Context: an optimization exercise on an open-source flow, tuned for small area, a short achievable clock period and few clock cycles per item. The choices shown serve that exercise and are no tape-out recipe.
Only simulation tests tie the RTL to the original design; equivalence was not proved.

## flow/design.v (module list and top-level ports; edited modules follow where they fit)
// module lk7_svf: 182 lines
// module benc: 72 lines
// module bmt1: 1787 lines
// module bmt2: 1656 lines
// module padd30: 194 lines
// module padd35: 227 lines
// module padd33: 211 lines
module lk7_svf (
    input  wire        clk,
    input  wire        rst,
    input  wire        in_valid,
    output wire        in_ready,
    input  wire        in_ch,
    input  wire        in_clr,
    input  wire [1:0]  in_mode,
    input  wire [1:0]  in_nsec,
    input  wire [31:0] in_x,
    input  wire [31:0] in_a1,
    input  wire [31:0] in_a2,
    input  wire [31:0] in_a3,
    input  wire [31:0] in_k,
    output wire        out_valid,
    output wire [31:0] out_y
);
  // ...
==> flow/run.sh <==
#!/bin/bash
# synth_recipe.tcl (not shown) runs the flow's synth.tcl, then flattens the netlist and writes it again
# the make line also repeats each setting of config.mk as NAME=value (left out here)
make -C /OpenROAD-flow-scripts/flow DESIGN_CONFIG=/design/flow/config.mk WORK_HOME=/design/flow/orfs CLKGATE_MAP_FILE= SYNTH_SCRIPT=/design/flow/synth_recipe.tcl finish
==> flow/config.mk <==
export PLATFORM = sky130hd
export DESIGN_NAME = lk7_svf
export DESIGN_NICKNAME = lk7_svf
export VERILOG_FILES = /design/flow/design.v
export SDC_FILE = /design/flow/constraint.sdc
export NUM_CORES = 4
export LEC_CHECK = 0
export ABC_AREA = 1
export CAP_MARGIN = 20
export CORE_MARGIN = 2
export CORE_UTILIZATION = 40
export PLACE_DENSITY = 0.6
export SLEW_MARGIN = 20
==> flow/constraint.sdc <==
create_clock -name core_clock -period 20.0 [get_ports {clk}]
set_input_delay 4.0000 -clock core_clock [delete_from_list [all_inputs] [get_ports {clk}]]
set_output_delay 4.0000 -clock core_clock [all_outputs]
set_load 0.01 [all_outputs]
==> metrics.yaml, run 1 <==
run_status:
  status: "complete, no violations"
synth:
  avgSynthCellArea_um2: 7.78
  ys_warn_count: 1
  netlist.top_cell.by_area: "fa_1"
  synth_top_family_by_area: "adder cells"
  synth.area.mux_share_pct: 0.488
  yosys.area_share.adder_pct: 30.0
cells_and_area:
  final_cell_mix: "nand2_1, inv_1, fa_1"
  multi_input_area_mm2: 0.0647
  final_util_pct: 43.8
  fin_nets: 13000
  n_antenna_cell: 7
  clkbuf_count: 115
setup_path:
  critPathArrivalTime_ns: 12.91
  r2r_slack_ns: 7.74
  cp-endpoint: "oy_r[1]$_DFFE_PP_"
  cp.required_ns: 20.65
  critPathLaunch: "dop_r[9]$_DFF_P_"
  critical-path-top-delay-family: "adder cells"
  critPathMaxStageDelay_ns: 0.79
global_route:
  overflow: 0
  groute.usage.overall_pct: 33.8
  use_met1_pct: 43.8
  gr-max-usage-layer: "met2"
drt:
  wl_per_cell_um: 27.5
  wl_met2_mm: 165
  drt-met1-wl_mm: 153
  via_count: 84200
hold_path:
  hold_class: "reg2reg"
  worstHoldStart: "ic2_q[0][21]$_SDFFE_PP0P_"
timing:
  setup_slack_ns: 7.74
  max-slew-margin-rel_pct: 18.9
  hold_violations: 0
floorplan:
  die_width_um: 479
  start_util_pct: 40.2
clock_network:
  cts_setup_buffers: 0
  numCtsBuffers: 86
Testbench counts, summed over its fixed seeds: cycles 35,549, items 9,600.
==> run 2, diff against run 1 <==
==> flow/flow/run.sh (new file) <==
#!/bin/bash
# Own flow: the standard layout (standard.sh) unchanged, except that
# OpenROAD's repair_timing is asked to keep SETUP_SLACK_MARGIN ns of setup
# slack at the design's clock, so that it sizes the critical paths for a
# shorter achieved period.  Clock, constraints and steps are the standard ones.
set -euo pipefail
export SETUP_SLACK_MARGIN=11
bash standard.sh > standard.log 2>&1
==> flow/standard.sh (new file) <==
#!/bin/bash
# synth_recipe.tcl (not shown) runs the flow's synth.tcl, then flattens the netlist and writes it again
# the make line also repeats each setting of config.mk as NAME=value (left out here)
make -C /OpenROAD-flow-scripts/flow DESIGN_CONFIG=/design/flow/config.mk WORK_HOME=/design/flow/orfs CLKGATE_MAP_FILE= SYNTH_SCRIPT=/design/flow/synth_recipe.tcl "${@:-finish}"
removed: flow/run.sh
==> metrics.yaml, run 2 <==
floorplan:
  die_area_mm2: 0.229
  core_area_mm2: 0.224
  rows: 174
  die_h_um: 479
  io_pins: 203
  die_width_um: 479  # unchanged
  start_util_pct: 40.2  # unchanged
setup_path:
  crit_fanout: 27
  path_common_cell: "nand2_1"
  cp.required_ns: 20.56  # -0.09 ns
  critPathMaxStageDelay_ns: 0.83  # +0.04 ns
  cp-end-kind: "register"
  critPathArrivalTime_ns: 9.56  # -3.35 ns
  critPathKind: "reg2reg"
  slowest_stage: "o21ai_2"
  critical-path-top-delay-family: "adder cells"
  path_buf_inv: 10
  cp-start-kind: "register"
global_route:
  groute.usage.overall_pct: 35.6  # +1.8 points
  grt_pass1_vias: 86200
  grt_max_degree: 114
  antenna_found_initial: 23
  overflow: 0  # unchanged
  grt_pass1_wl_mm: 602
timing:
  worst_pin_slew_ns: 1.19
  max-slew-margin-rel_pct: 20.5  # +1.6 points
  finalMaxSlewViolations: 0
  setup_tns_ns: 0
  finalSetupViolCount: 0
  hold_violations: 0  # unchanged
  rsz0062_at_grt: "true"
  finClkSkew_ns: 0.0741
  clock.fmax_mhz: 111
  post-route-period-util_pct: 45.0
  min_period_ns: 9.00
clock_network:
  path_clk_slew_ns: 0.06
  clock_latency_ns: 0.82
  clockRootBuffer: "clkbuf_16"
  cts_buffer_depth: 3
  cts_sinks: 686
  cts_tree: "done"
  numCtsBuffers: 87  # +1.2%
  htreeDepth: 3
synth:
  synth_cell_types: 59
  yosysTopAreaCellShare_pct: 24.7
  syn_area_mm2: 0.0902
  synthCells: 11600
  synth_area_leaders: "fa_1, xor2_1, dfxtp_1"
  synthMostInstantiatedCell: "nand2_1"
  synth_edf_count: 224
  netlist_top_cells_count: "nand2_1, inv_1, fa_1"
  synth_fp_nets: 13300
  ys.flop_type: "dfxtp_1"
  ys_warn_count: 1  # unchanged
  seq_area_frac_synth_pct: 17.7
  netlist.top_cell.by_area: "fa_1"
  avgSynthCellArea_um2: 7.78  # unchanged
  ys_seq_elements: 686
  synthArstFlopShare_pct: 0
drt:
  drt_iter0_drc: 12900
  wl_per_cell_um: 29.4  # +7.2%
  drt-pass1-iter-count: 15
  wirelength_mm: 430
  drc: 0
  via_count: 87900  # +4.4%
  viasPerCell: 6.02
  ant_nets: 0
cells_and_area:
  final_cell_mix: "nand2_1, inv_1, fa_1"
  final_cells: 14600
  area_growth_pct: 16.1
  reg_top3: "ic1_q x128, ic2_q x128"
  fill_cells: 21700
  layout_commonest_cell: "nand2_1"
  drive_above_1_share_pct: 9.52
  regArea_mm2: 0.0161
  multi_input_area_mm2: 0.0661  # +2.2%
  fin_nets: 13200  # +1.8%
  final_util_pct: 46.7  # +2.8 points
run_status:
  status: "complete, no violations"
place:
  place.gp.congestion: 1.02
  portBuffers: 202
  dp_cells: 14200
  place_hpwl_mm: 284
hold_path:
  hold_class: "reg2reg"
job:
  drv_cap: 0
==> run 2: cell types whose count changed in the layout (fill, tap and decap cells not counted), moves of 31 or more <==
cell | previous run | this run
nand2_1 | 2290 | 2239
buf_16 | 1 | 36
a21oi_1 | 537 | 488
nand2_2 | 48 | 83
a21oi_2 | 1 | 32
nor2_1 | 510 | 443
clkbuf_16 | 90 | 123
nor2_2 | 31 | 69
buf_12 | 2 | 58
buf_6 | 0 | 42
==> run 2: kinds of logic (layout without fill, tap and decap cells) <==
| group | Yosys count | after routing | share of synthesized area [%] |
|---|---|---|---|
| AND/OR/NAND/NOR | 3423 | 3430 | 15.4 |
| multiplexers | 44 | 44 | 0.488 |
| flip-flops | 686 | 686 | 17.7 |
| other | 0 | 13 | 0 |
| buffers and inverters | 2704 | 2700 | 11.5 |
| XOR/XNOR | 1163 | 1163 | 11.3 |
| adder cells (fa/ha/maj) | 1494 | 1494 | 30.0 |
| AO/OA/AOI/OAI | 2078 | 2081 | 13.6 |
==> run 2: tightest hold or removal path, stage by stage (launching register included) <==
cell	delay (ns)
dfxtp_1	0.30
nand2_1	0.06
a21oi_1	0.05
==> run 2: metal layers <==
metal,wire length [µm],GRT usage (%),vias up
li1,-,-,36700
met1,158000,45.0,42700
met2,175000,51.7,6620
met3,60900,13.0,1865
met4,35200,21.6,32
met5,533,0.373,-
==> run 2: cell type report <==
class	count	share of cell area, %
multi-input cells	8212	63.2
clock buffers	108	2.32
well taps	2992	3.58
diodes	13	0.0311
inverters	1914	7.19
clock inverters	54	0.713
flip-flops and latches	686	15.4
repair buffers	611	7.55
repair inverters	13	0.0920
==> run 2: stage by stage <==
stage	worst slack, ns	hold WS, ns	area [µm²]
2_1_floorplan	11.16	0.440	90200
3_3_place_gp	7.66	0.448	95300
3_5_place_dp	7.72	0.453	95400
4_1_cts	11.00	0.462	102000
5_1_grt	10.85	0.480	105000
6_report	11.00	0.459	105000
==> run 2: worst paths after layout <==
check | depth (start not counted) | slack (ns) | start | to
worst max-delay path | 40 | 11.00 | dop_r[22]$_DFF_P_ | oy_r[2]$_DFFE_PP_
worst min-delay path | 2 | 0.46 | ic2_q[0][0]$_SDFFE_PP0P_ | ic2_q[0][0]$_SDFFE_PP0P_
worst max register to register | 40 | 11.00 | dop_r[22]$_DFF_P_ | oy_r[2]$_DFFE_PP_
worst min register to register | 2 | 0.46 | ic2_q[0][0]$_SDFFE_PP0P_ | ic2_q[0][0]$_SDFFE_PP0P_
==> run 2: timing repair <==
| action | 4_1_cts | 5_1_grt |
|---|---|---|
| cloned | 39 | 40 |
| hold buffers | 0 | 0 |
| resized for setup | 453 | 373 |
| buffers inserted | 56 | 76 |
| pin swaps | 19 | 60 |
| endpoints found under the setup margin | 452 | 381 |

## port drivers added, routing unchanged
How much do the figures lean on ideal ports? The routed layouts below were timed once more, with nothing changed but the port constraints.
Step 1 assumes that a clkbuf_16 drives the clock port and a buf_2 every other input.
Step 2 adds t to the input delays and takes it off the output delays; t is the mean of the earliest and latest rising clock arrival at the registers after step 1. Input paths then give back, and output paths get back, about the clock's delay inside the block.
Slacks: ideal / step 1 / step 2; pairs: ideal / step 1.
run | t (ns) | setup WS [ns] | clock arrival spread, ns | worst data-port slew with drivers (ns)
run 1 | 0.869 | 7.743 / 7.743 / 7.743 | 0.072 / 0.073 | 0.13
run 2 | 0.885 | 10.998 / 10.998 / 10.998 | 0.074 / 0.074 | 0.18
After both steps setup and hold are still met in every run listed.
